What follows belongs to an exercise in optimizing a design on an open flow for small area, a short achievable clock period and few clock cycles; a production flow would make more cautious choices. Where RTL was checked, it was by simulation tests only, not by an equivalence proof against the original. The RTL of runs 1 and 2 was laid out without a check of its function. Power is estimated from default activity; no workload was simulated.

File: flow/config.mk
export PLATFORM = sky130hd
export DESIGN_NAME = qsc_decoder
export DESIGN_NICKNAME = qsc_decoder
export VERILOG_FILES = /design/flow/design.v
export SDC_FILE = /design/flow/constraint.sdc
export NUM_CORES = 4
export LEC_CHECK = 0
export CAP_MARGIN = 20
export CORE_MARGIN = 2
export CORE_UTILIZATION = 40
export CTS_CLUSTER_DIAMETER = 80
export CTS_CLUSTER_SIZE = 24
export SETUP_SLACK_MARGIN = 5
export SLEW_MARGIN = 20
File: flow/constraint.sdc
create_clock -name core_clock -period 12.0 [get_ports {clk}]
set_input_delay 2.4000 -clock core_clock [delete_from_list [all_inputs] [get_ports {clk}]]
set_output_delay 2.4000 -clock core_clock [all_outputs]
set_load 0.01 [all_outputs]
File: flow/design.v
module qsc_decoder (
    input  wire        clk,
    input  wire        rst,
    input  wire        cmd_valid,
    output wire        cmd_ready,
    input  wire [5:0]  cmd_width_m1,
    input  wire [5:0]  cmd_lines_m1,
    input  wire        cmd_hist_reset,
    input  wire [14:0] cmd_nbytes,
    input  wire [7:0]  cmd_fill,
    input  wire        in_valid,
    output wire        in_ready,
    input  wire [7:0]  in_data,
    output wire        out_valid,
    input  wire        out_ready,
    output wire [7:0]  out_pix,
    output wire        done,
    output wire [2:0]  status
);
    localparam [2:0] ST_OK       = 3'd0;
    localparam [2:0] ST_SHORT    = 3'd1;
    localparam [2:0] ST_TRAILING = 3'd2;
    localparam [2:0] ST_SYNTAX   = 3'd7;
    localparam [2:0] S_IDLE = 3'd0;    
    localparam [2:0] S_DEC  = 3'd1;    
    localparam [2:0] S_ERR  = 3'd2;    
    localparam [2:0] S_TAIL = 3'd3;    
    localparam [2:0] S_FIN  = 3'd4;    
    integer i;
    reg [2:0]  state;
    reg        cmd_ready_r;
    reg        in_ready_r;
    reg        done_r;
    reg        done_pend;          
    reg [2:0]  stat;
    reg [5:0]  w_m1;
    reg [5:0]  l_m1;
    reg [7:0]  fill_val;
    reg [14:0] bytes_left;         
    reg [5:0]  j;
    reg [5:0]  ln;
    reg        zero_line;          
    reg [7:0]  a_r, b_r, c_r;
    reg [1:0]  qb_r;               
    reg [2:0]  kc [0:3];           
    reg [7:0]  r0;
    reg [7:0]  s32 [0:31];
    reg [7:0]  s16 [0:15];
    reg [7:0]  s8  [0:7];
    reg [7:0]  s4  [0:3];
    reg [7:0]  s2  [0:1];
    reg [7:0]  s1;
    reg [13:0] acc [0:15];         
    reg [5:0]  cnt_n [0:15];       
    reg [2:0]  kr [0:15];          
    reg [15:0] cv;                 
    reg [3:0]  lctx;               
    reg [13:0] l_a;
    reg [5:0]  l_n;
    reg        l_v;
    reg [4:0]  ri;
    reg        in_run;             
    reg        after_run;          
    reg        run_is_rem;         
    reg [5:0]  run_left;           
    reg [39:0] bb;                 
    reg [5:0]  nbits;              
    reg [7:0]  ibyte;
    reg        ibyte_v;
    reg        ov;
    reg        ofill;              
    function [1:0] qz;
        input [7:0] d;
        begin
            if (d == 8'd0)       qz = 2'd0;
            else if (d <= 8'd3)  qz = 2'd1;
            else if (d <= 8'd15) qz = 2'd2;
            else                 qz = 2'd3;
        end
    endfunction
    function [7:0] absdiff;
        input [7:0] x;
        input [7:0] y;
        begin
            absdiff = (x > y) ? (x - y) : (y - x);
        end
    endfunction
    function [7:0] med;
        input [7:0] a;
        input [7:0] b;
        input [7:0] c;
        reg ab, ca, cb, ac, bc;
        begin
            ab = (a > b);
            ca = (c >= a);
            cb = (c >= b);
            ac = (a >= c);
            bc = (b >= c);
            if (ca && cb)      med = ab ? b : a;       
            else if (ac && bc) med = ab ? a : b;       
            else               med = a + b - c;
        end
    endfunction
    function [3:0] jtab;
        input [4:0] r;
        begin
            case (r)
                5'd0,  5'd1,  5'd2,  5'd3:  jtab = 4'd0;
                5'd4,  5'd5,  5'd6,  5'd7:  jtab = 4'd1;
                5'd8,  5'd9,  5'd10, 5'd11: jtab = 4'd2;
                5'd12, 5'd13, 5'd14, 5'd15: jtab = 4'd3;
                5'd16, 5'd17:               jtab = 4'd4;
                5'd18, 5'd19:               jtab = 4'd5;
                5'd20, 5'd21:               jtab = 4'd6;
                5'd22, 5'd23:               jtab = 4'd7;
                5'd24:                      jtab = 4'd8;
                5'd25:                      jtab = 4'd9;
                5'd26:                      jtab = 4'd10;
                5'd27:                      jtab = 4'd11;
                5'd28:                      jtab = 4'd12;
                5'd29:                      jtab = 4'd13;
                5'd30:                      jtab = 4'd14;
                default:                    jtab = 4'd15;
            endcase
        end
    endfunction
    function [2:0] kfor;
        input [13:0] av;
        input [5:0]  nv;
        integer kk;
        begin
            kfor = 3'd7;
            for (kk = 6; kk >= 0; kk = kk - 1)
                if (({8'd0, nv} << kk) >= av) kfor = kk[2:0];
        end
    endfunction
    function [8:0] add8;
        input [7:0] x;
        input [7:0] y;
        input       ci;
        reg [7:0] g, p, gg, pp, g2, p2;
        reg [8:0] c;
        integer n, d;
        begin
            g = x & y;
            p = x ^ y;
            gg = g;
            pp = p;
            for (d = 1; d < 8; d = d * 2) begin
                g2 = gg;
                p2 = pp;
                for (n = d; n < 8; n = n + 1) begin
                    g2[n] = gg[n] | (pp[n] & gg[n - d]);
                    p2[n] = pp[n] & pp[n - d];
                end
                gg = g2;
                pp = p2;
            end
            c[0] = ci;
            for (n = 0; n < 8; n = n + 1) c[n + 1] = gg[n] | (pp[n] & ci);
            add8 = {c[8], p ^ c[7:0]};
        end
    endfunction
    function [7:0] addm;
        input [7:0] p;
        input [7:0] mv;
        reg [8:0] r;
        begin
            r = add8(p, {1'b0, mv[7:1]} ^ {8{mv[0]}}, 1'b0);
            addm = r[7:0];
        end
    endfunction
    wire       flat = (a_r == b_r) && (b_r == c_r);
    wire [8:0] dac  = {1'b0, a_r} - {1'b0, c_r};
    wire       le3  = dac[8] ? ((dac[8:2] == 7'h7f) && (dac[1:0] != 2'd0)) : (dac[8:2] == 7'd0);
    wire       le15 = dac[8] ? ((dac[8:4] == 5'h1f) && (dac[3:0] != 4'd0)) : (dac[8:4] == 5'd0);
    wire [1:0] qa   = (a_r == c_r) ? 2'd0 : le3 ? 2'd1 : le15 ? 2'd2 : 2'd3;
    wire [3:0] ctx  = {qb_r, qa};
    wire       hit  = l_v && (lctx == ctx);
    wire       cvx  = cv[ctx];
    wire [2:0] k_l  = kfor(l_a, l_n);
    reg  [2:0] kq [0:3];           
    always @(*) begin
        for (i = 0; i < 4; i = i + 1)
            kq[i] = (l_v && lctx == {qb_r, i[1:0]}) ? k_l : kc[i];
    end
    wire [2:0] k    = kq[qa];
    wire [13:0] a_cur = hit ? l_a : cvx ? acc[ctx] : 14'd4;
    wire [5:0]  n_cur = hit ? l_n : cvx ? cnt_n[ctx] : 6'd1;
    wire [7:0] pred = med(a_r, b_r, c_r);
    reg [4:0]  q;
    reg [39:0] v;
    always @(*) begin
        v = bb;
        q = 5'd0;
        if (v[39:24] == 16'd0) begin q[4] = 1'b1; v = {v[23:0], 16'd0}; end
        if (v[39:32] == 8'd0)  begin q[3] = 1'b1; v = {v[31:0], 8'd0};  end
        if (v[39:36] == 4'd0)  begin q[2] = 1'b1; v = {v[35:0], 4'd0};  end
        if (v[39:38] == 2'd0)  begin q[1] = 1'b1; v = {v[37:0], 2'd0};  end
        if (v[39] == 1'b0)     begin q[0] = 1'b1; v = {v[38:0], 1'd0};  end
    end
    wire        z24  = (bb[39:16] == 24'd0);   
    wire        esc  = (q == 5'd23);
    wire [7:0]  t    = v[38:31];               
    wire        sel_m1 = at_top && !rbit;
    wire [4:0]  qe     = sel_m1 ? q - 5'd1 - {1'b0, jr} : q;
    wire        comb   = sel_m1 && (rem == 15'd0) && (bb[39:17] != 23'd0);    
    reg [7:0]  m_k   [0:7];
    reg [7:0]  ovf_k;
    reg [15:0] qt;
    integer kk;
    always @(*) begin
        qt = {3'd0, qe, t};
        for (kk = 0; kk < 8; kk = kk + 1) begin
            m_k[kk]   = qt[(8 - kk) +: 8];
            ovf_k[kk] = (qt >> (8 - kk)) > 16'd255;
        end
    end
    wire [7:0]  m     = esc ? t : m_k[k];
    wire        movf  = !esc && ovf_k[k];
    wire [7:0]  pix   = addm(pred, m);
    wire [5:0]  len_r = {1'b0, q} + 6'd1 + (esc ? 6'd8 : {3'd0, k});
    wire [5:0]  need_r = z24 ? 6'd24 : len_r;
    wire        more   = ibyte_v || (bytes_left != 15'd0);
    reg [22:0] okpos;              
    always @(*) begin
        for (i = 0; i < 23; i = i + 1) okpos[22 - i] = (nbits >= i + 8);
    end
    wire        r_ok   = (nbits >= 6'd32) || ((bb[39:17] & okpos) != 23'd0) ||
                         (z24 && nbits >= 6'd24) || !more;
    wire        r_short  = (nbits < need_r);
    wire        r_syntax = z24 || movf;
    wire [8:0]  a_lo  = add8(a_cur[7:0], m, 1'b0);
    wire [6:0]  a_hi1 = {1'b0, a_cur[13:8]} + 7'd1;
    wire [14:0] a_sum = {a_lo[8] ? a_hi1 : {1'b0, a_cur[13:8]}, a_lo[7:0]};
    wire        halve = (n_cur == 6'd63);
    wire [13:0] a_new = halve ? a_sum[14:1] : a_sum[13:0];
    wire [5:0]  n_new = halve ? 6'd32 : n_cur + 6'd1;
    wire [3:0]  jr     = jtab(ri);
    wire        rbit   = bb[39];
    wire [14:0] rem    = bb[38:24] >> (4'd15 - jr);
    wire [5:0]  need_run = rbit ? 6'd1 : 6'd1 + {2'd0, jr};
    wire        u_ok   = (nbits >= need_run) || !more;
    wire        u_short = (nbits < need_run);
    wire [6:0]  left   = {1'b0, w_m1} - {1'b0, j} + 7'd1;    
    wire        full   = (jr <= 4'd6) && ((7'd1 << jr) <= left);
    wire [6:0]  chunk_cnt = full ? (7'd1 << jr) : left;
    wire        u_syntax = !rbit && ({8'd0, rem} >= {8'd0, left});
    wire out_free = !ov || out_ready;
    wire in_fill = (run_left != 6'd0);
    wire at_top  = !in_fill && (in_run || (flat && !after_run));
    wire regular = !in_fill && !at_top;
    wire top_run = at_top && !comb;        
    wire dec_reg = regular || comb;        
    wire go    = (state == S_DEC) && out_free && !done_pend &&
                 (in_fill || (at_top ? (u_ok && (!comb || r_ok)) : r_ok));
    wire fail  = top_run ? (u_short || u_syntax) : dec_reg ? (r_short || r_syntax) : 1'b0;
    wire [2:0] fail_stat = (top_run ? u_short : r_short) ? ST_SHORT : ST_SYNTAX;
    wire no_pix = top_run && !rbit && (rem == 15'd0) && !u_short && !u_syntax;
    wire emit  = go && !no_pix;
    wire [7:0] value = dec_reg ? pix : a_r;
    wire [5:0] len = in_fill ? 6'd0 : top_run ? need_run : len_r;
    wire last_j    = (j == w_m1);
    wire last_line = (ln == l_m1);
    wire [5:0] dsel = w_m1 - 6'd1;
    wire [7:0] in32 = r0;
    wire [7:0] in16 = dsel[5] ? s32[31] : in32;
    wire [7:0] in8  = dsel[4] ? s16[15] : in16;
    wire [7:0] in4  = dsel[3] ? s8[7]   : in8;
    wire [7:0] in2  = dsel[2] ? s4[3]   : in4;
    wire [7:0] in1  = dsel[1] ? s2[1]   : in2;
    wire [7:0] tap  = dsel[0] ? s1      : in1;
    wire       w1     = (w_m1 == 6'd0);
    wire [7:0] up     = (zero_line && !last_j) ? 8'd0 : tap;    
    wire [7:0] b_next = w1 ? value : up;
    wire [1:0] qb_n   = last_j ? 2'd0 : qz(absdiff(up, b_r));
    wire       acc_go = cmd_valid && cmd_ready_r;
    wire [1:0] qb_sel = acc_go ? 2'd0 : emit ? qb_n : qb_r;
    reg  [2:0] kc_n [0:3];
    always @(*) begin
        for (i = 0; i < 4; i = i + 1) begin
            if (acc_go && cmd_hist_reset)             kc_n[i] = 3'd2;
            else if (l_v && lctx == {qb_sel, i[1:0]}) kc_n[i] = k_l;
            else if (cv[{qb_sel, i[1:0]}])            kc_n[i] = kr[{qb_sel, i[1:0]}];
            else                                      kc_n[i] = 3'd2;
        end
    end
    wire fill_go = (state == S_ERR) && out_free;
    wire        merge  = ibyte_v && (nbits <= 6'd32);
    wire [39:0] bbm    = merge ? (bb | ({ibyte, 32'd0} >> nbits)) : bb;
    wire [5:0]  nbm    = merge ? nbits + 6'd8 : nbits;
    wire [5:0]  ulen   = go ? len : 6'd0;
    wire        in_hs  = in_valid && in_ready_r;
    wire        pix_out = emit || fill_go;
    assign cmd_ready = cmd_ready_r;
    assign in_ready  = in_ready_r;
    assign out_valid = ov;
    assign out_pix   = ofill ? fill_val : r0;
    assign done      = done_r;
    assign status    = stat;
    wire [14:0] bl_n = bytes_left - (in_hs ? 15'd1 : 15'd0);
    wire        ib_n = in_hs ? 1'b1 : (merge ? 1'b0 : ibyte_v);
    wire [5:0]  nb_n = nbm - ulen;
    always @(posedge clk) begin
        if (l_v) begin
            acc[lctx]   <= l_a;
            cnt_n[lctx] <= l_n;
            kr[lctx]    <= k_l;
        end
        for (i = 0; i < 4; i = i + 1) kc[i] <= kc_n[i];
        qb_r <= qb_sel;
        if (emit) begin
            r0 <= value;
            s32[0] <= in32;
            for (i = 1; i < 32; i = i + 1) s32[i] <= s32[i - 1];
            s16[0] <= in16;
            for (i = 1; i < 16; i = i + 1) s16[i] <= s16[i - 1];
            s8[0] <= in8;
            for (i = 1; i < 8; i = i + 1) s8[i] <= s8[i - 1];
            s4[0] <= in4;
            for (i = 1; i < 4; i = i + 1) s4[i] <= s4[i - 1];
            s2[0] <= in2;
            s2[1] <= s2[0];
            s1 <= in1;
        end
        if (pix_out) ofill <= fill_go || fail;
        if (in_hs)   ibyte <= in_data;
        if (rst) begin
            state       <= S_IDLE;
            cmd_ready_r <= 1'b1;
            in_ready_r  <= 1'b0;
            done_r      <= 1'b0;
            done_pend   <= 1'b0;
            stat        <= ST_OK;
            ov          <= 1'b0;
            ibyte_v     <= 1'b0;
            bytes_left  <= 15'd0;
        end else begin
            done_r <= 1'b0;
            if (pix_out)        ov <= 1'b1;
            else if (out_ready) ov <= 1'b0;
            bytes_left <= bl_n;
            if (l_v) cv[lctx] <= 1'b1;
            case (state)
                S_IDLE: begin
                    in_ready_r <= 1'b0;
                end
                S_DEC: begin
                    ibyte_v    <= ib_n;
                    bb         <= bbm << ulen;
                    nbits      <= nb_n;
                    in_ready_r <= (bl_n != 15'd0) && (!ib_n || nb_n <= 6'd32);
                    if (go) begin
                        if (in_fill) begin
                            run_left <= run_left - 6'd1;
                            if (run_left == 6'd1 && run_is_rem) after_run <= 1'b1;
                        end else if (top_run) begin
                            if (rbit) begin
                                in_run     <= 1'b1;
                                run_is_rem <= 1'b0;
                                run_left   <= chunk_cnt[5:0] - 6'd1;
                                if (full && ri != 5'd31) ri <= ri + 5'd1;
                            end else begin
                                in_run     <= 1'b0;
                                run_is_rem <= 1'b1;
                                if (ri != 5'd0) ri <= ri - 5'd1;
                                if (rem <= 15'd1) after_run <= 1'b1;
                                if (rem != 15'd0) run_left <= rem[5:0] - 6'd1;
                            end
                        end else begin
                            after_run <= 1'b0;
                            if (comb) begin
                                in_run <= 1'b0;
                                if (ri != 5'd0) ri <= ri - 5'd1;
                            end
                            lctx <= ctx;
                            l_a  <= a_new;
                            l_n  <= n_new;
                            l_v  <= 1'b1;
                        end
                        if (emit) begin
                            b_r <= w1 ? value : up;
                            a_r <= (last_j && !w1) ? up : value;
                            c_r <= !last_j ? b_r : w1 ? value : up;
                            if (last_j) begin
                                j         <= 6'd0;
                                ln        <= ln + 6'd1;
                                zero_line <= 1'b0;
                                in_run    <= 1'b0;
                                after_run <= 1'b0;
                                run_left  <= 6'd0;
                            end else begin
                                j   <= j + 6'd1;
                            end
                        end
                        if (fail) begin
                            stat <= fail_stat;
                            if (last_j && last_line) state <= S_FIN;
                            else                     state <= S_ERR;
                            in_ready_r <= (bl_n != 15'd0);
                        end else if (emit && last_j && last_line) begin
                            state       <= S_TAIL;
                            cmd_ready_r <= (bl_n == 15'd0);
                        end
                    end
                    if (done_pend && out_free) begin
                        done_r    <= 1'b1;
                        done_pend <= 1'b0;
                    end
                end
                S_ERR: begin
                    in_ready_r <= (bl_n != 15'd0);
                    if (fill_go) begin
                        if (last_j) begin
                            j  <= 6'd0;
                            ln <= ln + 6'd1;
                            if (last_line) state <= S_FIN;
                        end else begin
                            j <= j + 6'd1;
                        end
                    end
                end
                S_TAIL: begin
                    in_ready_r <= (bl_n != 15'd0);
                    stat <= (bytes_left != 15'd0 || ibyte_v || nbits >= 6'd8 || bb != 40'd0) ?
                            ST_TRAILING : ST_OK;
                    if (bl_n == 15'd0 && out_free) begin
                        done_r      <= 1'b1;
                        cmd_ready_r <= 1'b1;
                        state       <= S_IDLE;
                    end else begin
                        cmd_ready_r <= 1'b0;
                        state       <= S_FIN;
                    end
                end
                S_FIN: begin
                    in_ready_r <= (bl_n != 15'd0);
                    if (bl_n == 15'd0 && out_free) begin
                        done_r      <= 1'b1;
                        cmd_ready_r <= 1'b1;
                        state       <= S_IDLE;
                    end
                end
                default: state <= S_IDLE;
            endcase
            if (cmd_valid && cmd_ready_r) begin
                cmd_ready_r <= 1'b0;
                if (state == S_TAIL && !out_free) done_pend <= 1'b1;
                w_m1       <= cmd_width_m1;
                l_m1       <= cmd_lines_m1;
                fill_val   <= cmd_fill;
                bytes_left <= cmd_nbytes;
                in_ready_r <= (cmd_nbytes != 15'd0);
                ibyte_v    <= 1'b0;
                bb         <= 40'd0;
                nbits      <= 6'd0;
                j          <= 6'd0;
                ln         <= 6'd0;
                in_run     <= 1'b0;
                after_run  <= 1'b0;
                run_left   <= 6'd0;
                zero_line  <= cmd_hist_reset;
                if (cmd_hist_reset) begin
                    a_r <= 8'd0;
                    b_r <= 8'd0;
                    c_r <= 8'd0;
                    cv  <= 16'd0;
                    l_v <= 1'b0;
                    ri  <= 5'd0;
                end
                state <= S_DEC;
            end
        end
    end
endmodule
File: flow/run.sh
#!/bin/bash
# synth_recipe.tcl (not shown) runs the flow's synth.tcl, then flattens the netlist and writes it again
# the make line also repeats each setting of config.mk as NAME=value (left out here)
make -C /OpenROAD-flow-scripts/flow DESIGN_CONFIG=/design/flow/config.mk WORK_HOME=/design/flow/orfs CLKGATE_MAP_FILE= SYNTH_SCRIPT=/design/flow/synth_recipe.tcl finish
==> run notes, run 1 <==
* Min Clock Period, post-route at 6830 ps
* Post-DP HPWL at 89100 um
* Slew @ Worst Pin at 1080 ps
* Gr usage total at 20.9%
* Fmax at 146 MHz
* CP startpoint kind: flip-flop
* DR WL/cell at 23.8 um
* Share of post-route cells with drive strength above 1 at 16.2%
* P_int at 6.87 mW
* GPL Wtd Cong at 0.944
* Vias in the first global route at 33.2k
* Placed Cells at 5796
* NetSw at 3.30 mW
* NumNets Final at 4566
* Drt first pass iters at 9
* Clk Latency, worst-skew pair at 750 ps
* Reg power frac at 45.1%
* Yosys reg bits at 1092
* Final Cycle Share at 56.9%
* Clock network fraction of design power at 22.9%
* Register area at 32300 um2
* CTS tree: done
* CP max FO at 58
* Die height at 366 um
* Layout Skew at 76.8 ps
* Synth Warn # at 10
* CTS Sinks at 1092
* Vias per cell at 5.91
* # fillers at 11.6k
* Critical Path RT at 12490 ps
* Hold WS at 380 ps
* Die Wd at 366 um
* WP data arrival at 7320 ps
* Pin count of the biggest net entering global routing at 192
* CTS Root Cell: clkbuf_16
* Mapped cell area at 52300 um2
* Total of max-cap violations at 0
* Slew Limit Fails at 0
* Overall Power at 10.2 mW
* Post-route ant nets at 0
* Iter 0 DRT Violations at 4060
* Clk slew on worst S/H paths at 90 ps
* Post-Route Setup TNS at 0 ps
* Synth unique cells at 103
* VDD IR max at 0.217 mV
* Lkg Pwr at 20.9 nW
* Final core occ at 46.1%
* Dpl ws at 3300 ps
* Fin. Hold Viols at 0
* Top-level I/O count at 64
* Avg Cell Area, Syn at 12.7 um2
* Area Overhead vs Synth at 14.3%
* Number of flops mapped to enable cells by yosys at 1047
* Cell Pwr Density at 170 nW/um2
* Post-Layout Cell Count at 6096
* Post-DP Area at 54900 um2
* Multi-input gate area at 19600 um2
* Crit path largest cell delay at 650 ps
* Initial Util at 40.3%
* CP Class: reg2reg
* Register area share after synthesis at 61.8%
* Antenna violations before repair at 6
* Cts hold-fix bufs at 0
* Die ar. at 134000 um2
* Worst path most repeated cell: inv_2
* Clock Path Buffers at 3
* Global-route wire length before repair at 213000 um
* Unrepaired setup endpoints after global routing: yes
* Most frequent cells in the layout: edfxtp_1 (1047), nor2_1 (339), nand2_1 (273)
* DR DRC count at 0
* Post-synth ARST share at 0%
* Worst rel slew slack at 28.1%
* Class of the worst hold path: reg2reg
* Vias at 36.0k
* Share of power burned in combinational logic at 32.0%
* Input/output buffers at 63
* Max stage delay cell, worst path: or4_4
* Row count at 132
* Synthesized net count at 4378
* Post-route setup slack at 5170 ps
* Synthesized instance count at 4132
* Status: timing/DRC/antenna clean
* Core area at 130000 um2
* Most common cell after layout, fill and taps aside: edfxtp_1
* Synth Flop Type: edfxtp_1
* CTS buffer count at 61
* Final instance area at 59800 um2
* Gr ovfl total at 0
* H-Tree Depth at 2
* CP endpoint kind: flip-flop
* DRT Wirelength at 145000 um
* # setup viols final at 0
* Switching share of total power at 32.4%
sequential cells by signal, indices dropped and copies added, names as in the netlist, 8 cells and up:
name,cells
s8,64
bb,40
r0,8
ibyte,8
bytes_left,15
s1,8
cnt_n,96
cv,16
b_r,8
s32,256
fill_val,8
s16,128
kc,12
s2,16
kr,48
s4,32
c_r,8
acc,224
l_a,14
a_r,8
area by class of cell:
cell class | count | area share [%]
sequential | 1092 | 54.1
multi-input combinational | 2654 | 32.7
timing repair buffer | 327 | 4.97
tap | 1742 | 3.65
clock buffer | 71 | 2.63
inverter | 184 | 1.22
clock inverter | 24 | 0.707
antenna | 2 | 0.00837
path summary, 6_finish.rpt:
path / startpoint / endpoint / slack, ps / cells after the start
setup reg to reg: a_r[0] / bb[37] / 5170 / 26
setup / recovery: a_r[0] / bb[37] / 5170 / 26
hold reg to reg: s16[5][3] / s16[6][3] / 380 / 0
hold / removal: s16[5][3] / s16[6][3] / 380 / 0
repair_timing:
item / CTS / global route
endpoints found under the hold margin: 0 / 0
resized for setup: 114 / 168
setup endpoints to repair: 110 / 73
buffers inserted: 94 / 92
cloned: 9 / 7
pin swaps: 23 / 72
critical path, delay by kind of cell, from the launching register on:
family,cells,cell delay (ps)
AND/OR/NAND/NOR,6,1500
flip-flops,1,450
adder cells (fa/ha/maj),4,1240
AO/OA/AOI/OAI,8,2090
multiplexers,2,540
buffers and inverters,6,740
metal layers:
metal	vias to the layer above	GRT usage [%]	routed length, um
met4	2	6.62	4570
li1	16285	-	-
met3	264	2.62	10100
met1	18040	30.6	64900
met2	1424	32.3	65500
met5	-	0	13
power by group through the flow:
stage | clock, mW | combinational [mW] | sequential [mW]
2_1_floorplan | 0 | 1.93 | 4.60
3_3_place_gp | 0 | 2.65 | 4.67
3_5_place_dp | 0 | 2.66 | 4.68
4_1_cts | 2.40 | 2.88 | 4.58
5_1_grt | 2.52 | 3.50 | 4.60
6_report | 2.33 | 3.25 | 4.58
synth_stat cells (33+ instances only):
library cell	count	area share, %
a21o_1	56	0.80
mux2i_1	137	2.6
o221ai_1	71	1.2
nor3_1	74	0.71
o21ai_0	171	1.6
inv_1	173	1.2
nand2_1	275	2.0
a21oi_1	251	2.4
o211ai_1	41	0.59
edfxtp_1	1047	60
o21a_1	33	0.47
mux2_2	74	1.6
nor2b_1	36	0.43
nor2_1	351	2.5
a31oi_1	43	0.51
and2_1	39	0.47
xor2_1	39	0.65
o22ai_1	59	0.71
ha_1	181	4.3
dfxtp_1	45	1.7
nand3_1	64	0.61
a211oi_1	69	0.99
clkbuf_1	150	1.1
xnor2_1	60	1.0
o221a_2	37	0.80
logic make-up after synthesis:
family          synth area share, %
flops                          61.8
compound gates                 14.5
simple gates                   9.35
buf+inv                        3.00
mux                            4.72
fa+ha+maj                      4.94
xor+xnor                       1.66
==> run 2, diff against run 1 <==
--- a/flow/design.v
+++ b/flow/design.v
@@ -257,5 +257,5 @@
     wire fail  = top_run ? (u_short || u_syntax) : dec_reg ? (r_short || r_syntax) : 1'b0;
     wire [2:0] fail_stat = (top_run ? u_short : r_short) ? ST_SHORT : ST_SYNTAX;
-    wire no_pix = top_run && !rbit && (rem == 15'd0) && !u_short && !u_syntax;
+    wire no_pix = top_run && !rbit && (rem == 15'd0) && !u_short;
     wire emit  = go && !no_pix;
     wire [7:0] value = dec_reg ? pix : a_r;
==> run notes, run 2 <==
* Layout Skew at 87.9 ps (+11.1 ps)
* Gr usage total at 19.5% (-1.4 points)
* Top-level I/O count at 64 (unchanged)
* Critical Path RT at 12540 ps (+50 ps)
* Antenna violations before repair at 0 (-6)
* CP endpoint kind: flip-flop
* Avg Cell Area, Syn at 12.7 um2 (+0.18%)
* Max stage delay cell, worst path: or4_4
* Clk slew on worst S/H paths at 90 ps (about the same)
* CTS Root Cell: clkbuf_16
* Vias in the first global route at 32.9k (-1.0%)
* GPL Wtd Cong at 0.932 (-1.2%)
* # fillers at 11.7k (+1.3%)
* Mapped cell area at 52400 um2 (+0.26%)
* DR DRC count at 0 (unchanged)
* WL met2 at 60600 um (-7.5%)
* Area Overhead vs Synth at 13.1%
* Slew @ Worst Pin at 1130 ps (+54.6 ps)
* Number of diodes at 0 (-2)
* Initial Util at 40.4% (+0.052 points)
* WP buf/inv at 6 (unchanged)
* CTS tree: done
* Status: timing/DRC/antenna clean
* Iter 0 DRT Violations at 3539 (-13%)
* Die height at 366 um (+0.13%)
* Max FFs per register at 256 (unchanged)
* NumNets Final at 4558 (-0.18%)
* Most used standard cell by instance count after synthesis: edfxtp_1
* Class of the worst hold path: reg2reg
* Post-route ant nets at 0 (unchanged)
* Worst path most repeated cell: nor2_1
* Top cells by area, synth: edfxtp_1 (60%), ha_1 (4.3%), mux2i_1 (2.7%)
* Die ar. at 134000 um2 (+0.26%)
* Biggest register: s32
* Reg2Reg Setup Slack at 5130 ps (-50 ps)
* Worst rel slew slack at 24.4% (-3.7 points)
* Commonest cells post-synth: edfxtp_1 (1047), nor2_1 (362), a21oi_1 (255)
* Final Cycle Share at 57.3% (+0.38 points)
* Regs by FF count: s32 (256), acc (224), s16 (128)
* Fin. Hold Viols at 0 (unchanged)
* Clock Path Buffers at 3 (unchanged)
* Clk Latency, worst-skew pair at 740 ps (about the same)
* Core area at 130000 um2 (+0.13%)
* Vias at 35.2k (-2.4%)
* Post-synth ARST share at 0% (unchanged)
* CP Class: reg2reg
* Synth unique cells at 115 (+12%)
* CTS buffer count at 61 (unchanged)
* Synthesized instance count at 4135 (+0.073%)
* CP startpoint kind: flip-flop
* Slew Limit Fails at 0 (unchanged)
* Gr ovfl total at 0 (unchanged)
* Max layer used: met4
* Vias per cell at 5.77 (-2.3%)
* Global-route wire length before repair at 204000 um (-4.1%)
* Synth top area share at 60.0% (-0.15 points)
* Most frequent cells in the layout: edfxtp_1 (1047), nor2_1 (349), nand2_1 (243)
* CTS Sinks at 1092 (unchanged)
* Lkg Pwr at 20.7 nW (-0.79%)
* Synth Flop Type: edfxtp_1
* Most common cell after layout, fill and taps aside: edfxtp_1
* Worst path top cell family by delay: compound AO/OA/AOI/OAI gates
* CP max FO at 6 (-90%)
* Row count at 132 (unchanged)
* WP data arrival at 7410 ps (+90 ps)
* Final core occ at 45.7% (-0.41 points)
* # setup viols final at 0 (unchanged)
* Input/output buffers at 63 (unchanged)
* DRT Wirelength at 137000 um (-5.6%)
* Area leader, netlist: edfxtp_1
* Fmax at 146 MHz (-0.66%)
* Unrepaired setup endpoints after global routing: yes
* Drt first pass iters at 8 (-1)
* WL met1 at 62400 um (-3.8%)
* Cell Pwr Density at 174 nW/um2 (+2.3%)
* Number of flops mapped to enable cells by yosys at 1047 (unchanged)
* Share of post-route cells with drive strength above 1 at 15.8% (-0.48 points)
* H-Tree Depth at 2 (unchanged)
* Register area share after synthesis at 61.7% (-0.16 points)
* Synthesized net count at 4381 (+0.069%)
* Yosys reg bits at 1092 (unchanged)
* Met3 routed WL at 8800 um (-13%)
* Total of max-cap violations at 0 (unchanged)
* Post-Route Setup TNS at 0 ps (unchanged)
* Post-DP HPWL at 85000 um (-4.6%)
* Crit path largest cell delay at 630 ps (-20 ps)
* Synth Warn # at 10 (unchanged)
* VDD IR max at 0.135 mV (-38%)
* Pin count of the biggest net entering global routing at 93 (-52%)
* Die Wd at 366 um (+0.13%)
* DR WL/cell at 22.5 um (-5.5%)
* Min Clock Period, post-route at 6870 ps (+45.3 ps)
## run 2: power by group
group / switching (mW) / internal (mW) / total (mW)
Sequential: 0.170 / 4.61 / 4.78
Combinational: 1.92 / 1.31 / 3.23
Clock: 1.31 / 0.999 / 2.31
Total: 3.40 / 6.92 / 10.3
## run 2: area by class of cell
type                    count  area (um2)  area share (%)
clock buffers              79        1600            2.70
clock inverters            22         369           0.622
inverters                 180         723            1.22
multi-input cells        2659       19400            32.7
flip-flops and latches   1092       32300            54.5
well taps                1742        2180            3.67
repair buffers            317        2720            4.58
repair inverters            1        3.75         0.00633
## run 2: metrics by stage
step           cell area, um2  hold WS, ps  instances  total power [mW]  worst slack [ps]
2_1_floorplan           52400          400       4135              6.78              5000
3_3_place_gp            55000          401       5807              7.60              3500
3_5_place_dp            55000          405       5807              7.63              3390
4_1_cts                 57900          374       5978              10.1              4900
5_1_grt                 59300          381       6092              10.8              4810
6_report                59300          394       6092              10.3              5130
## run 2: metal layers
layer	GRT usage (%)	vias to the layer above
met5	0	-
met2	30.0	1283
met3	2.44	293
li1	-	16178
met4	6.65	0
met1	28.6	17397
## run 2: logic make-up after synthesis
family          after synthesis  share of synthesized area, %
xor+xnor                    100                          1.67
simple gates               1042                          9.55
buf+inv                     388                          3.06
mux                         273                          5.78
compound gates             1041                          13.3
flops                      1092                          61.7
fa+ha+maj                   199                          4.97
## run 2: final timing paths
path / start / end / cells past startpoint
worst max-delay path: a_r[0] / c_r[6] / 34
worst min-delay path: s32[23][6] / s32[24][6] / 0
worst max register to register: a_r[0] / c_r[6] / 34
worst min register to register: s32[23][6] / s32[24][6] / 0
## run 2: repair_timing
item / in CTS / in global routing
resized for setup: 83 / 131
pin swaps: 11 / 43
endpoints found under the setup margin: 111 / 199
setup buffers: 63 / 110
cloned: 7 / 3
hold buffers: 0 / 0
hold endpoints to repair: 0 / 0
## run 2: worst register-to-register path: cells and delay by family (launching register included)
family,cells,cell delay [ps]
AO/OA/AOI/OAI,11,2330
XOR/XNOR,2,170
adder cells (fa/ha/maj),4,1180
buffers and inverters,6,790
flip-flops,1,420
AND/OR/NAND/NOR,11,1800
==> run 3, diff against run 2 <==
--- a/flow/design.v
+++ b/flow/design.v
@@ -203,7 +203,7 @@
     wire        esc  = (q == 5'd23);
     wire [7:0]  t    = v[38:31];               
-    wire        sel_m1 = at_top && !rbit;
-    wire [4:0]  qe     = sel_m1 ? q - 5'd1 - {1'b0, jr} : q;
-    wire        comb   = sel_m1 && (rem == 15'd0) && (bb[39:17] != 23'd0);    
+    wire        sel_m1 = at_top && !rbit && (jr == 4'd0);
+    wire [4:0]  qe     = sel_m1 ? q - 5'd1 : q;
+    wire        comb   = sel_m1 && (bb[39:17] != 23'd0);       
     reg [7:0]  m_k   [0:7];
     reg [7:0]  ovf_k;
--- a/flow/config.mk
+++ b/flow/config.mk
@@ -9,6 +9,6 @@
 export CORE_MARGIN = 2
 export CORE_UTILIZATION = 40
-export CTS_CLUSTER_DIAMETER = 80
-export CTS_CLUSTER_SIZE = 24
+export CTS_CLUSTER_DIAMETER = 70
+export CTS_CLUSTER_SIZE = 32
 export SETUP_SLACK_MARGIN = 5
 export SLEW_MARGIN = 20
==> run notes, run 3 <==
* Status: timing/DRC/antenna clean
* Synthesized net count at 4331 (-1.1%)
* Met3 routed WL at 9280 um (+5.4%)
* WP data arrival at 7260 ps (-150 ps)
* Commonest cells post-synth: edfxtp_1 (1047), nand2_1 (348), nor2_1 (323)
* Slew @ Worst Pin at 1100 ps (-32.4 ps)
* Mapped cell area at 51800 um2 (-1.3%)
* Top cells by area, synth: edfxtp_1 (61%), ha_1 (4.3%), mux2i_1 (3.8%)
* CP max FO at 11 (+5)
* Avg Cell Area, Syn at 12.7 um2 (-0.19%)
* Unrepaired setup endpoints after global routing: yes
* Worst rel slew slack at 25.8% (+1.5 points)
* Cell Pwr Density at 168 nW/um2 (-3.7%)
* Layout Skew at 49.8 ps (-38.0 ps)
* WL met1 at 61500 um (-1.4%)
* Core area at 129000 um2 (-0.64%)
* Dpl ws at 3820 ps (+436 ps)
* Most frequent cells in the layout: edfxtp_1 (1047), nand2_1 (345), nor2_1 (313)
* Post-DP HPWL at 85200 um (+0.20%)
* Synth top area share at 60.7% (+0.76 points)
* CTS Root Cell: clkbuf_16
* Die height at 364 um (-0.62%)
* CTS buffer count at 75 (+23%)
* CTS Sinks at 1092 (unchanged)
* Share of power burned in combinational logic at 24.2% (-7.1 points)
* Register area share after synthesis at 62.5% (+0.78 points)
* Die Wd at 364 um (-0.62%)
* Slew Limit Fails at 0 (unchanged)
* Number of diodes at 0 (unchanged)
* Clk slew on worst S/H paths at 110 ps (+20 ps)
* Synth Flop Type: edfxtp_1
* Input/output buffers at 63 (unchanged)
* CP startpoint kind: flip-flop
* Biggest register: s32
* Switching share of total power at 31.2% (-1.7 points)
* Class of the worst hold path: reg2reg
* Total of max-cap violations at 0 (unchanged)
* Area leader, netlist: edfxtp_1
* Regs by FF count: s32 (256), acc (224), s16 (128)
* DR DRC count at 0 (unchanged)
* VDD IR max at 0.115 mV (-15%)
* Post-route setup slack at 5280 ps (+148 ps)
* Row count at 132 (unchanged)
* Synth Warn # at 10 (unchanged)
* Clk Latency, worst-skew pair at 720 ps (-20 ps)
* WL met2 at 62500 um (+3.2%)
* Fin. Hold Viols at 0 (unchanged)
* NumNets Final at 4471 (-1.9%)
* Min Clock Period, post-route at 6720 ps (-148 ps)
* DRT Wirelength at 138000 um (+0.36%)
* Max layer used: met5
* Yosys reg bits at 1092 (unchanged)
* Final Cycle Share at 56.0% (-1.2 points)
* Vias per cell at 5.73 (-0.72%)
* Post-synth ARST share at 0% (unchanged)
* Post-Route Setup TNS at 0 ps (unchanged)
* Drt first pass iters at 7 (-1)
* Clock Path Buffers at 3 (unchanged)
* # setup viols final at 0 (unchanged)
* Synthesized instance count at 4091 (-1.1%)
* Clock network fraction of design power at 30.0% (+7.6 points)
* CP Class: reg2reg
* CP endpoint kind: flip-flop
* Pin count of the biggest net entering global routing at 93 (unchanged)
* GPL Wtd Cong at 0.961 (+3.1%)
* Iter 0 DRT Violations at 3938 (+11%)
* Global-route wire length before repair at 203000 um (-0.64%)
* Placed Cells at 5769 (-0.65%)
* H-Tree Depth at 3 (+1)
* Antenna violations before repair at 1 (+1)
* NetSw at 3.08 mW (-9.4%)
* Top-level I/O count at 64 (unchanged)
* Critical Path RT at 12540 ps (about the same)
* Area Overhead vs Synth at 13.8%
* Die ar. at 132000 um2 (-1.2%)
* DR WL/cell at 22.8 um (+1.3%)
* Gr usage total at 20.0% (+0.53 points)
* P_int at 6.79 mW (-1.9%)
* Most used standard cell by instance count after synthesis: edfxtp_1
* Initial Util at 40.1% (-0.25 points)
* Max FFs per register at 256 (unchanged)
* Most common cell after layout, fill and taps aside: edfxtp_1
* CTS tree: done
* Reg power frac at 45.8% (-0.5 points)
* Vias in the first global route at 32.6k (-0.96%)
* Lkg Pwr at 21.1 nW (+1.9%)
* Number of flops mapped to enable cells by yosys at 1047 (unchanged)
* Post-Layout Cell Count at 6035 (-0.94%)
* Post-route ant nets at 0 (unchanged)
* Fmax at 149 MHz (+2.2%)
* Gr ovfl total at 0 (unchanged)
* Share of post-route cells with drive strength above 1 at 12.9% (-2.8 points)
* Synth unique cells at 103 (-10%)
* Vias at 34.6k (-1.6%)
[run 3: cell count changes after synthesis, sizes merged, moves of 26 or more]
cell and delta:
a21oi +36, mux2 -58, mux2i +56, nand2 +94
nor2 -44, nor3 -30, o21ai -26, o221ai -70
[run 3: timing repair]
item,4_1_cts,5_1_grt
hold buffers,0,0
pin swaps,3,25
gates resized for setup,51,90
gates cloned,2,5
setup endpoints to repair,100,175
buffers inserted,45,73
[run 3: per-stage QoR]
stage | hold slack [ps] | total power, mW | utilization (%) | cell area [um2]
after floorplan | 400 | 6.14 | - | 51800
after global placement | 401 | 6.73 | 42.2 | 54400
after detailed placement | 405 | 6.75 | 42.2 | 54400
after CTS | 387 | 9.78 | 44.9 | 57900
after global routing | 396 | 10.3 | 45.7 | 58900
final | 395 | 9.87 | 45.7 | 58900
[run 3: final timing paths]
kind | startpoint | endpoint | slack [ps] | cells past startpoint
worst max-delay path | a_r[6] | c_r[7] | 5280 | 27
worst min-delay path | s16[7][7] | s16[8][7] | 390 | 0
worst max register to register | a_r[6] | c_r[7] | 5280 | 27
worst min register to register | s16[7][7] | s16[8][7] | 390 | 0
[run 3: worst max-delay path, stage by stage (launching register included)]
cell and delay [ps]:
edfxtp_1 500, ha_2 480, and3b_1 210, a2111oi_2 350
nand3_1 170, or2_1 320, o32ai_4 310, o2111ai_2 180
a32oi_2 340, buf_6 190, clkinvlp_4 150, buf_4 170
nor2_1 100, o22ai_1 90, a31o_1 210, a22o_4 340
xor2_2 210, ha_1 320, a21o_1 180, a21oi_2 170
o21bai_1 90, a21oi_2 180, o21bai_1 100, a21oi_2 190
xor2_2 240, mux2i_2 310, o2111ai_2 200, a41oi_2 250
[run 3: cells by family after synthesis]
kind of cell	synth area share (%)
muxes	6.10
adders and majority gates	4.83
AOI/OAI and AO/OA	12.7
buffers and inverters	2.76
and+or+nand+nor	9.40
DFF	62.5
xor gates and xnor gates	1.77
[run 3: power by group through the flow]
stage / clock, mW / sequential (mW) / combinational (mW)
2_1_floorplan: 0 / 4.54 / 1.60
5_1_grt: 3.16 / 4.53 / 2.62
3_5_place_dp: 0 / 4.61 / 2.15
3_3_place_gp: 0 / 4.61 / 2.12
4_1_cts: 3.04 / 4.52 / 2.22
6_report: 2.96 / 4.52 / 2.39
[run 3: routing by layer]
layer	track usage [%]	up-vias
li1	-	15855
met4	6.09	2
met3	2.90	276
met2	31.5	1339
met1	28.8	17101
met5	0	-
[run 3: final cells by class]
type                    count  area (um2)
fillers                 11609       70000
flip-flops and latches   1092       32300
multi-input cells        2637       18600
repair buffers            254        2220
well taps                1742        2180
clock buffers              77        1890
clock inverters            62        1020
inverters                 171         658
Testbench counts of run 3, summed over its fixed seeds: cycles 146,447.
==> run 4, diff against run 3 <==
--- a/flow/config.mk
+++ b/flow/config.mk
@@ -9,6 +9,7 @@
 export CORE_MARGIN = 2
 export CORE_UTILIZATION = 40
-export CTS_CLUSTER_DIAMETER = 70
-export CTS_CLUSTER_SIZE = 32
+export CTS_CLUSTER_DIAMETER = 80
+export CTS_CLUSTER_SIZE = 24
+export PLACE_DENSITY = 0.75
 export SETUP_SLACK_MARGIN = 5
 export SLEW_MARGIN = 20
==> run notes, run 4 <==
* Post-route ant nets at 0 (unchanged)
* Max FFs per register at 256 (unchanged)
* DR DRC count at 0 (unchanged)
* Vias per cell at 5.84 (+1.9%)
* Crit path largest cell delay at 630 ps (+130 ps)
* CP Class: reg2reg
* GPL Wtd Cong at 0.986 (+2.6%)
* Drt first pass iters at 6 (-1)
* VDD IR max at 0.164 mV (+43%)
* Clk slew on worst S/H paths at 100 ps (about the same)
* Commonest cells post-synth: edfxtp_1 (1047), nand2_1 (348), nor2_1 (323)
* NumNets Final at 4445 (-0.58%)
* Pin count of the biggest net entering global routing at 217 (+130%)
* Slew @ Worst Pin at 1120 ps (+20.7 ps)
* Most common cell after layout, fill and taps aside: edfxtp_1
* R2R depth at 28 (+3.7%)
* Die ar. at 132000 um2 (unchanged)
* CP max FO at 14 (+3)
* Clock Path Buffers at 3 (unchanged)
* Row count at 132 (unchanged)
* Fmax at 149 MHz (+0.17%)
* Cell Pwr Density at 158 nW/um2 (-5.5%)
* Post-DP HPWL at 82900 um (-2.7%)
* DR WL/cell at 22.1 um (-3.0%)
* Unrepaired setup endpoints after global routing: yes
* Total of max-cap violations at 0 (unchanged)
* Status: timing/DRC/antenna clean
* Number of flops mapped to enable cells by yosys at 1047 (unchanged)
* Iter 0 DRT Violations at 4508 (+14%)
* Min Clock Period, post-route at 6710 ps (-11.2 ps)
* Grt met3 use at 2.87% (-0.034 points)
* Met2 usage in global routing at 29.6% (-1.9 points)
* WP data arrival at 7230 ps (-30 ps)
* Vias at 34.9k (+1.1%)
* Area leader, netlist: edfxtp_1
* Vias in the first global route at 32.6k (-0.012%)
* # setup viols final at 0 (unchanged)
* Die Wd at 364 um (unchanged)
* Post-synth ARST share at 0% (unchanged)
* Gr usage total at 19.1% (-0.95 points)
* Most frequent cells in the layout: edfxtp_1 (1047), nand2_1 (345), nor2_1 (312)
* Lkg Pwr at 20.6 nW (-2.6%)
* H-Tree Depth at 2 (-1)
* CP startpoint kind: flip-flop
* Synth top area share at 60.7% (unchanged)
* Antenna violations before repair at 2 (+1)
* Synth Warn # at 10 (unchanged)
* Core area at 129000 um2 (unchanged)
* Slew Limit Fails at 0 (unchanged)
* Max stage delay cell, worst path: edfxtp_1
* Top cells by area, synth: edfxtp_1 (61%), ha_1 (4.3%), mux2i_1 (3.8%)
* Post-Route Setup TNS at 0 ps (unchanged)
* Area Overhead vs Synth at 11.6%
* Initial Util at 40.1% (unchanged)
* CTS tree: done
* Critical Path RT at 12520 ps (-20 ps)
* Global-route wire length before repair at 196000 um (-3.5%)
* Gr ovfl total at 0 (unchanged)
* Yosys reg bits at 1092 (unchanged)
* M1 GR Usage at 27.4% (-1.4 points)
* Class of the worst hold path: reg2reg
* Synthesized instance count at 4091 (unchanged)
* Biggest register: s32
* Final Cycle Share at 55.9% (-0.093 points)
* Die height at 364 um (unchanged)
* Synthesized net count at 4331 (unchanged)
* CTS buffer count at 59 (-21%)
* Synth unique cells at 103 (unchanged)
* CTS Sinks at 1092 (unchanged)
* GRT busiest layer: met2
* Mapped cell area at 51800 um2 (unchanged)
* Input/output buffers at 63 (unchanged)
* DRT Wirelength at 132000 um (-3.8%)
* Avg Cell Area, Syn at 12.7 um2 (unchanged)
* Dpl ws at 3820 ps (-4.99 ps)
* Register area share after synthesis at 62.5% (unchanged)
* Clk Latency, worst-skew pair at 700 ps (-20 ps)
* CTS Root Cell: clkbuf_16
* CP endpoint kind: flip-flop
* Regs by FF count: s32 (256), acc (224), s16 (128)
* Post-route setup slack at 5290 ps (+11.2 ps)
* Hold Crit Depth at 0 (unchanged)
* Top-level I/O count at 64 (unchanged)
* Share of post-route cells with drive strength above 1 at 11.5% (-1.5 points)
* Synth Flop Type: edfxtp_1
* Worst rel slew slack at 25.2% (-0.61 points)
* Layout Skew at 56.2 ps (+6.32 ps)
* Most used standard cell by instance count after synthesis: edfxtp_1
* Fin. Hold Viols at 0 (unchanged)
[run 4: area by class of cell]
| type | count | area [um2] |
|---|---|---|
| inverter | 171 | 661 |
| sequential | 1092 | 32300 |
| multi-input combinational | 2636 | 18600 |
| timing repair inverter | 1 | 5.00 |
| fill | 11385 | 71200 |
| tap | 1742 | 2180 |
| antenna | 1 | 2.50 |
| timing repair buffer | 244 | 2120 |
| clock inverter | 18 | 320 |
| clock buffer | 82 | 1580 |
[run 4: logic make-up (layout without fill, tap and decap cells)]
group                    Yosys count  after routing  share of synthesized area, %
multiplexers                     281            281                          6.10
buffers and inverters            363            516                          2.76
XOR/XNOR                         104            104                          1.77
AND/OR/NAND/NOR                 1052           1052                          9.40
adder cells (fa/ha/maj)          191            191                          4.83
flip-flops                      1092           1092                          62.5
other                              0              1                             0
AO/OA/AOI/OAI                   1008           1008                          12.7
[run 4: final timing paths]
kind	to	slack [ps]	startpoint
worst max-delay path	c_r[6]	5290	bb[22]
worst min-delay path	s4[3][7]	400	s4[2][7]
worst min register to register	s4[3][7]	400	s4[2][7]
worst max register to register	c_r[6]	5290	bb[22]
[run 4: power by group]
part	leakage (nW)	internal [mW]	switching (mW)	total, mW
registers	10.1	4.39	0.130	4.52
logic	9.59	0.959	1.40	2.36
clock network	0.905	1.01	1.25	2.26
total	20.6	6.36	2.78	9.15
[run 4: metal layers]
| layer | wire [um] | share of wire, % |
|---|---|---|
| met1 | 56700 | 43 |
| met2 | 59300 | 45 |
| met3 | 11600 | 8.8 |
| met4 | 4710 | 3.6 |
| met5 | 15 | 0.011 |
[run 4: through the flow]
stage | utilization (%) | area (um2) | hold slack, ps | power (mW) | std cells
2_1_floorplan | - | 51800 | 400 | 6.14 | 4091
5_1_grt | 44.8 | 57800 | 412 | 9.55 | 5986
4_1_cts | 44.0 | 56800 | 398 | 9.03 | 5900
3_5_place_dp | 42.1 | 54400 | 405 | 6.75 | 5766
6_report | 44.8 | 57800 | 396 | 9.15 | 5987
3_3_place_gp | 42.1 | 54400 | 401 | 6.72 | 5766
[run 4: worst max-delay path: cells and delay by family, from the launching register on]
family                   cells  cell delay [ps]
AO/OA/AOI/OAI               13             2710
XOR/XNOR                     3              770
adder cells (fa/ha/maj)      2              620
buffers and inverters        3              450
flip-flops                   1              630
multiplexers                 1              170
AND/OR/NAND/NOR              6             1210
[run 4: repair_timing]
item / 4_1_cts / 5_1_grt
gates resized for setup: 53 / 77
buffers inserted: 33 / 84
endpoints found under the setup margin: 107 / 246
cloned: 1 / 2
hold endpoints to repair: 0 / 0
pin swaps: 5 / 18
hold buffers: 0 / 0
==> run 5, diff against run 4 <==
--- a/flow/config.mk
+++ b/flow/config.mk
@@ -11,5 +11,4 @@
 export CTS_CLUSTER_DIAMETER = 80
 export CTS_CLUSTER_SIZE = 24
-export PLACE_DENSITY = 0.75
 export SETUP_SLACK_MARGIN = 5
 export SLEW_MARGIN = 20
==> run notes, run 5 <==
* Worst rel slew slack at 27.6% (+2.4 points)
* Iter 0 DRT Violations at 4091 (-9.3%)
* Final Cycle Share at 56.2% (+0.27 points)
* GPL Wtd Cong at 0.961 (-2.5%)
* Pin count of the biggest net entering global routing at 93 (-57%)
* Synth unique cells at 103 (unchanged)
* Most used standard cell by instance count after synthesis: edfxtp_1
* Post-route ant nets at 0 (unchanged)
* WP buf/inv at 5 (+2)
* DR DRC count at 0 (unchanged)
* Die ar. at 132000 um2 (unchanged)
* Drt first pass iters at 6 (unchanged)
* Antenna violations before repair at 1 (-1)
* Number of diodes at 0 (-1)
* CTS Root Cell: clkbuf_16
* Crit path capture: c_r[7]
* Crit path largest cell delay at 500 ps (-130 ps)
* Post-synthesis mux area share at 6.10% (unchanged)
* Gr usage total at 19.8% (+0.72 points)
* Biggest register: s32
* Yosys reg bits at 1092 (unchanged)
* Input/output buffers at 63 (unchanged)
* Multi-input gate area at 18600 um2 (+0.16%)
* CTS tree: done
* Fin. Hold Viols at 0 (unchanged)
* Cell Pwr Density at 158 nW/um2 (-0.44%)
* NumNets Final at 4459 (+0.31%)
* R2R depth at 30 (+7.1%)
* Max FFs per register at 256 (unchanged)
* CTS Sinks at 1092 (unchanged)
* CP max FO at 10 (-4)
* Critical Path RT at 12560 ps (+40 ps)
* Die Wd at 364 um (unchanged)
* Reg-to-reg critical path startpoint: l_n[0]
* Synth Flop Type: edfxtp_1
* Synthesized net count at 4331 (unchanged)
* Worst setup startpoint: l_n[0]
* DR WL/cell at 22.9 um (+3.5%)
* Most common cell after layout, fill and taps aside: edfxtp_1
* Min Clock Period, post-route at 6750 ps (+32.6 ps)
* CP Class: reg2reg
* Slew @ Worst Pin at 1080 ps (-39.8 ps)
* Layout Skew at 62.0 ps (+5.88 ps)
* Die height at 364 um (unchanged)
* Avg Cell Area, Syn at 12.7 um2 (unchanged)
* Largest family of logic cells by synthesized area: compound AO/OA/AOI/OAI gates
* Fmax at 148 MHz (-0.48%)
* Slew Limit Fails at 0 (unchanged)
* Register area share after synthesis at 62.5% (unchanged)
* Most frequent cells in the layout: edfxtp_1 (1047), nand2_1 (345), nor2_1 (313)
* Share of post-route cells with drive strength above 1 at 11.8% (+0.32 points)
* Reg2Reg Setup Slack at 5250 ps (-30 ps)
* Register area at 32300 um2 (about the same)
* Class of the worst hold path: reg2reg
* Mapped cell area at 51800 um2 (unchanged)
* H-Tree Depth at 2 (unchanged)
* Synth top area share at 60.7% (unchanged)
* Post-DP HPWL at 85200 um (+2.7%)
* Area leader, netlist: edfxtp_1
* VDD IR max at 0.120 mV (-27%)
* Top cells by area, synth: edfxtp_1 (61%), ha_1 (4.3%), mux2i_1 (3.8%)
* Synth Area in Adders at 4.83% (unchanged)
* Vias in the first global route at 32.3k (-0.88%)
* Lkg Pwr at 20.6 nW (+0.21%)
* DRT Wirelength at 137000 um (+3.5%)
* WP data arrival at 7310 ps (+80 ps)
* Max stage delay cell, worst path: edfxtp_1
* Cts hold-fix bufs at 0 (unchanged)
* Synthesized instance count at 4091 (unchanged)
* Post-synthesis simple-gate area fraction at 9.40% (unchanged)
* Unrepaired setup endpoints after global routing: yes
* Core area at 129000 um2 (unchanged)
* Regs by FF count: s32 (256), acc (224), s16 (128)
* # fillers at 11.7k (+3.2%)
* Clock Path Buffers at 3 (unchanged)
* Synth Warn # at 10 (unchanged)
* Area Overhead vs Synth at 11.7% (about the same)
* Compound-gate portion of the synthesized area at 12.7% (unchanged)
* Commonest cells post-synth: edfxtp_1 (1047), nand2_1 (348), nor2_1 (323)
* Post-route setup slack at 5250 ps (-32.6 ps)
* CP startpoint kind: flip-flop
* Hold WS at 396 ps (-0.460 ps)
* Clk slew on worst S/H paths at 100 ps (about the same)
* CP endpoint kind: flip-flop
* Clk Latency, worst-skew pair at 710 ps (about the same)
* Xor and xnor area share after synthesis at 1.77% (unchanged)
* Top-level I/O count at 64 (unchanged)
* Dpl ws at 3820 ps (+4.99 ps)
* # setup viols final at 0 (unchanged)
* Post-synth ARST share at 0% (unchanged)
* Post-Route Setup TNS at 0 ps (unchanged)
* Total of max-cap violations at 0 (unchanged)
* Global-route wire length before repair at 202000 um (+3.0%)
* Status: timing/DRC/antenna clean
* Initial Util at 40.1% (unchanged)
* Vias at 34.4k (-1.7%)
* Overall Power at 9.11 mW (-0.36%)
* CTS buffer count at 58 (-1.7%)
* Row count at 132 (unchanged)
* Number of flops mapped to enable cells by yosys at 1047 (unchanged)
* Cell count along the critical path at 30 (+7.1%)
* Vias per cell at 5.74 (-1.7%)
* Gr ovfl total at 0 (unchanged)
* R2r endpoint: c_r[7]
* Worst path top cell family by delay: compound AO/OA/AOI/OAI gates
[run 5: per-stage QoR]
stage          instance area [um2]  util, %  instances
6_report                     57800     44.8       5989
5_1_grt                      57800     44.8       5989
4_1_cts                      56800     44.0       5899
3_5_place_dp                 54400     42.2       5769
3_3_place_gp                 54400     42.2       5769
2_1_floorplan                51800        -       4091
[run 5: kinds of logic after synthesis]
family | Yosys count
compound gates | 1008
xor+xnor | 104
fa+ha+maj | 191
buf+inv | 363
flops | 1092
mux | 281
simple gates | 1052
[run 5: worst min path at each step]
stage	endpoint	start	cells after the start	slack (ps)
after floorplan	s16[10][0]	s16[9][0]	0	400
after global placement	s16[10][4]	s16[9][4]	0	400
after detailed placement	s16[2][3]	s16[1][3]	0	400
after CTS	s32[3][2]	s32[2][2]	0	400
after global routing	s32[24][3]	s32[23][3]	0	400
final	s32[24][4]	s32[23][4]	0	400
[run 5: layout make-up]
class                      instances  share of cell area [%]
sequential                      1092                    55.9
tap                             1742                    3.77
timing repair buffer             258                    3.92
multi-input combinational       2638                    32.2
inverter                         171                    1.14
clock buffer                      65                    2.56
clock inverter                    23                   0.511
[run 5: metal layers]
metal | vias up | wire length, um | track usage, %
met5 | - | 7 | 0
met1 | 17060 | 61800 | 28.9
met4 | 2 | 4250 | 5.77
li1 | 15797 | - | -
met3 | 282 | 8430 | 2.36
met2 | 1229 | 62400 | 31.1
[run 5: repair_timing]
action,in CTS,in global routing
setup endpoints to repair,100,91
gates resized for setup,52,84
setup buffers,40,83
pin swaps,3,17
gates cloned,2,5
[run 5: power breakdown]
group / switching [mW] / leakage [nW] / internal, mW
Sequential: 0.123 / 10.1 / 4.39
Clock: 1.26 / 0.864 / 0.923
Combinational: 1.41 / 9.68 / 0.993
==> run 6, diff against run 5 <==
--- a/flow/config.mk
+++ b/flow/config.mk
@@ -6,5 +6,5 @@
 export NUM_CORES = 4
 export LEC_CHECK = 0
-export CAP_MARGIN = 20
+export CAP_MARGIN = 10
 export CORE_MARGIN = 2
 export CORE_UTILIZATION = 40
@@ -12,3 +12,3 @@
 export CTS_CLUSTER_SIZE = 24
 export SETUP_SLACK_MARGIN = 5
-export SLEW_MARGIN = 20
+export SLEW_MARGIN = 10
==> run notes, run 6 <==
* Post-synth ARST share at 0% (unchanged)
* Critical Path RT at 12560 ps (about the same)
* CP Class: reg2reg
* Crit path largest cell delay at 490 ps (about the same)
* Overall Power at 9.12 mW (about the same)
* Synth Area in Adders at 4.83% (unchanged)
* Min Clock Period, post-route at 6780 ps (+34.3 ps)
* Clock Path Buffers at 3 (unchanged)
* M1 GR Usage at 28.9% (unchanged)
* Slew Limit Fails at 0 (unchanged)
* Max FFs per register at 256 (unchanged)
* Vias in the first global route at 32.3k (unchanged)
* Die height at 364 um (unchanged)
* CTS Sinks at 1092 (unchanged)
* Number of flops mapped to enable cells by yosys at 1047 (unchanged)
* Worst rel slew slack at 25.7% (-1.9 points)
* Avg Cell Area, Syn at 12.7 um2 (unchanged)
* R2R depth at 30 (unchanged)
* Post-synthesis simple-gate area fraction at 9.40% (unchanged)
* CP max FO at 10 (unchanged)
* NumNets Final at 4454 (-0.11%)
* Post-DP HPWL at 85200 um (unchanged)
* Core area at 129000 um2 (unchanged)
* Synthesized net count at 4331 (unchanged)
* GPL Wtd Cong at 0.961 (unchanged)
* Fin. Hold Viols at 0 (unchanged)
* Die Wd at 364 um (unchanged)
* Hold WS at 397 ps (+1.48 ps)
* Die ar. at 132000 um2 (unchanged)
* Initial Util at 40.1% (unchanged)
* CTS Root Cell: clkbuf_16
* Register area share after synthesis at 62.5% (unchanged)
* CP endpoint kind: flip-flop
* Final core occ at 44.8% (about the same)
* WP data arrival at 7340 ps (+30 ps)
* Most used standard cell by instance count after synthesis: edfxtp_1
* Status: timing/DRC/antenna clean
* CP startpoint kind: flip-flop
* Class of the worst hold path: reg2reg
* Post-DP Area at 54400 um2 (unchanged)
* DR DRC count at 0 (unchanged)
* Post-route ant nets at 0 (unchanged)
* Synth Flop Type: edfxtp_1
* Number of diodes at 0 (unchanged)
* # fillers at 11.7k (+0.043%)
* DRT Wirelength at 137000 um (about the same)
* Largest family of logic cells by synthesized area: compound AO/OA/AOI/OAI gates
* Top cells by area, synth: edfxtp_1 (61%), ha_1 (4.3%), mux2i_1 (3.8%)
* Total of max-cap violations at 0 (unchanged)
* Hold Crit Depth at 0 (unchanged)
* Clk slew on worst S/H paths at 100 ps (about the same)
* H-Tree Depth at 2 (unchanged)
* Area Overhead vs Synth at 11.6% (about the same)
* Compound-gate portion of the synthesized area at 12.7% (unchanged)
* Post-Layout Cell Count at 5984 (-0.083%)
* Yosys reg bits at 1092 (unchanged)
* CTS buffer count at 58 (unchanged)
* Met2 usage in global routing at 31.1% (unchanged)
* Vias at 34.4k (+0.19%)
* Most frequent cells in the layout: edfxtp_1 (1047), nand2_1 (345), nor2_1 (314)
* # setup viols final at 0 (unchanged)
* Vias per cell at 5.75 (+0.28%)
* Lkg Pwr at 20.6 nW (about the same)
* VDD IR max at 0.120 mV (-0.25%)
* Slew @ Worst Pin at 1110 ps (+33.0 ps)
* Final Cycle Share at 56.5% (+0.29 points)
* Placed Cells at 5769 (unchanged)
* Fmax at 147 MHz (-0.51%)
* Iter 0 DRT Violations at 3881 (-5.1%)
* Global-route wire length before repair at 202000 um (unchanged)
* Post-Route Setup TNS at 0 ps (unchanged)
* Dpl ws at 3820 ps (unchanged)
* Max stage delay cell, worst path: edfxtp_1
* Cell Pwr Density at 158 nW/um2 (+0.15%)
* Area leader, netlist: edfxtp_1
* Reg2Reg Setup Slack at 5220 ps (-30 ps)
* Layout Skew at 64.2 ps (+2.19 ps)
* GRT busiest layer: met2
* Gr usage total at 19.8% (unchanged)
* Drt first pass iters at 7 (+1)
* Pin count of the biggest net entering global routing at 93 (unchanged)
* Mapped cell area at 51800 um2 (unchanged)
* Most common cell after layout, fill and taps aside: edfxtp_1
* Antenna violations before repair at 1 (unchanged)
* DR WL/cell at 22.9 um (+0.17%)
* Synth unique cells at 103 (unchanged)
* Commonest cells post-synth: edfxtp_1 (1047), nand2_1 (348), nor2_1 (323)
* Gr ovfl total at 0 (unchanged)
* Final instance area at 57800 um2 (about the same)
* Grt met3 use at 2.36% (unchanged)
* CTS tree: done
* Regs by FF count: s32 (256), acc (224), s16 (128)
* Clk Latency, worst-skew pair at 720 ps (about the same)
* Biggest register: s32
* Xor and xnor area share after synthesis at 1.77% (unchanged)
* Share of post-route cells with drive strength above 1 at 11.6% (-0.15 points)
* Row count at 132 (unchanged)
* Post-synthesis mux area share at 6.10% (unchanged)
* Synthesized instance count at 4091 (unchanged)
* Top-level I/O count at 64 (unchanged)
* Unrepaired setup endpoints after global routing: yes
* Synth top area share at 60.7% (unchanged)
* Post-route setup slack at 5220 ps (-34.3 ps)
* Synth Warn # at 10 (unchanged)
* Input/output buffers at 63 (unchanged)
-- run 6: cell counts after synthesis --
Identical to the previous run, type by type.
-- run 6: report_power, final --
| group | internal (mW) | leakage (nW) | switching, mW |
|---|---|---|---|
| Clock | 0.924 | 0.864 | 1.27 |
| Combinational | 0.992 | 9.66 | 1.41 |
| Sequential | 4.39 | 10.1 | 0.124 |
-- run 6: what timing repair did --
action                                 4_1_cts  5_1_grt
pin swaps                                    3       17
endpoints found under the hold margin        0        0
buffers inserted                            40       80
hold buffers                                 0        0
setup endpoints to repair                  100       91
gates resized for setup                     52       80
gates cloned                                 2        5
-- run 6: final timing paths --
check               endpoint  startpoint
hold reg to reg   s32[24][4]  s32[23][4]
setup / recovery      c_r[7]      l_n[0]
hold / removal    s32[24][4]  s32[23][4]
setup reg to reg      c_r[7]      l_n[0]
-- run 6: kinds of logic after synthesis --
| logic type | Yosys count |
|---|---|
| buf+inv | 363 |
| compound gates | 1008 |
| fa+ha+maj | 191 |
| xor+xnor | 104 |
| mux | 281 |
| flops | 1092 |
| simple gates | 1052 |
-- run 6: cell type report --
type / count / area [um2] / area share, %
clock buffers: 65 / 1480 / 2.56
clock inverters: 23 / 295 / 0.511
inverters: 171 / 661 / 1.14
repair buffers: 253 / 2230 / 3.86
flip-flops and latches: 1092 / 32300 / 56.0
well taps: 1742 / 2180 / 3.77
multi-input cells: 2638 / 18600 / 32.2
-- run 6: worst max-delay path, delay by kind of cell (launching register included) --
family / cells / cell delay [ps]
adder cells (fa/ha/maj): 2 / 560
multiplexers: 1 / 310
buffers and inverters: 5 / 840
XOR/XNOR: 2 / 500
flip-flops: 1 / 490
AND/OR/NAND/NOR: 4 / 700
AO/OA/AOI/OAI: 16 / 3220
-- run 6: metal layers --
metal	vias to the layer above	wire length, um
met2	1280	62500
met5	-	7
met1	17110	62000
li1	15784	-
met3	261	8480
met4	2	4020

## what the ideal ports hide
Ports are ideal in the flow. The routed layouts listed here were re-timed in OpenROAD. Step 1 assumes that a clkbuf_16 drives the clock port and a buf_2 every other input. Step 2, shift: input delay + t, output delay - t, t = (earliest + latest rising clock arrival at the registers) / 2. This alone moves slack from input paths to output paths. Three values: ideal, step 1, step 2; two values: the first two.
run | t (ns) | setup WS [ns] | slew at the worst register clock pin (ns) | worst data-port slew with drivers (ns)
run 1 | 0.780 | 5.173 / 5.173 / 5.173 | 0.10 / 0.10 | 0.14
run 2 | 0.766 | 5.127 / 5.127 / 5.127 | 0.11 / 0.11 | 0.05
run 3 | 0.780 | 5.276 / 5.276 / 5.276 | 0.11 / 0.11 | 0.12
run 4 | 0.754 | 5.287 / 5.287 / 5.287 | 0.11 / 0.11 | 0.15
run 5 | 0.762 | 5.254 / 5.254 / 5.254 | 0.10 / 0.10 | 0.13
run 6 | 0.764 | 5.220 / 5.220 / 5.220 | 0.10 / 0.10 | 0.12
After both steps setup and hold are still met in every run listed.
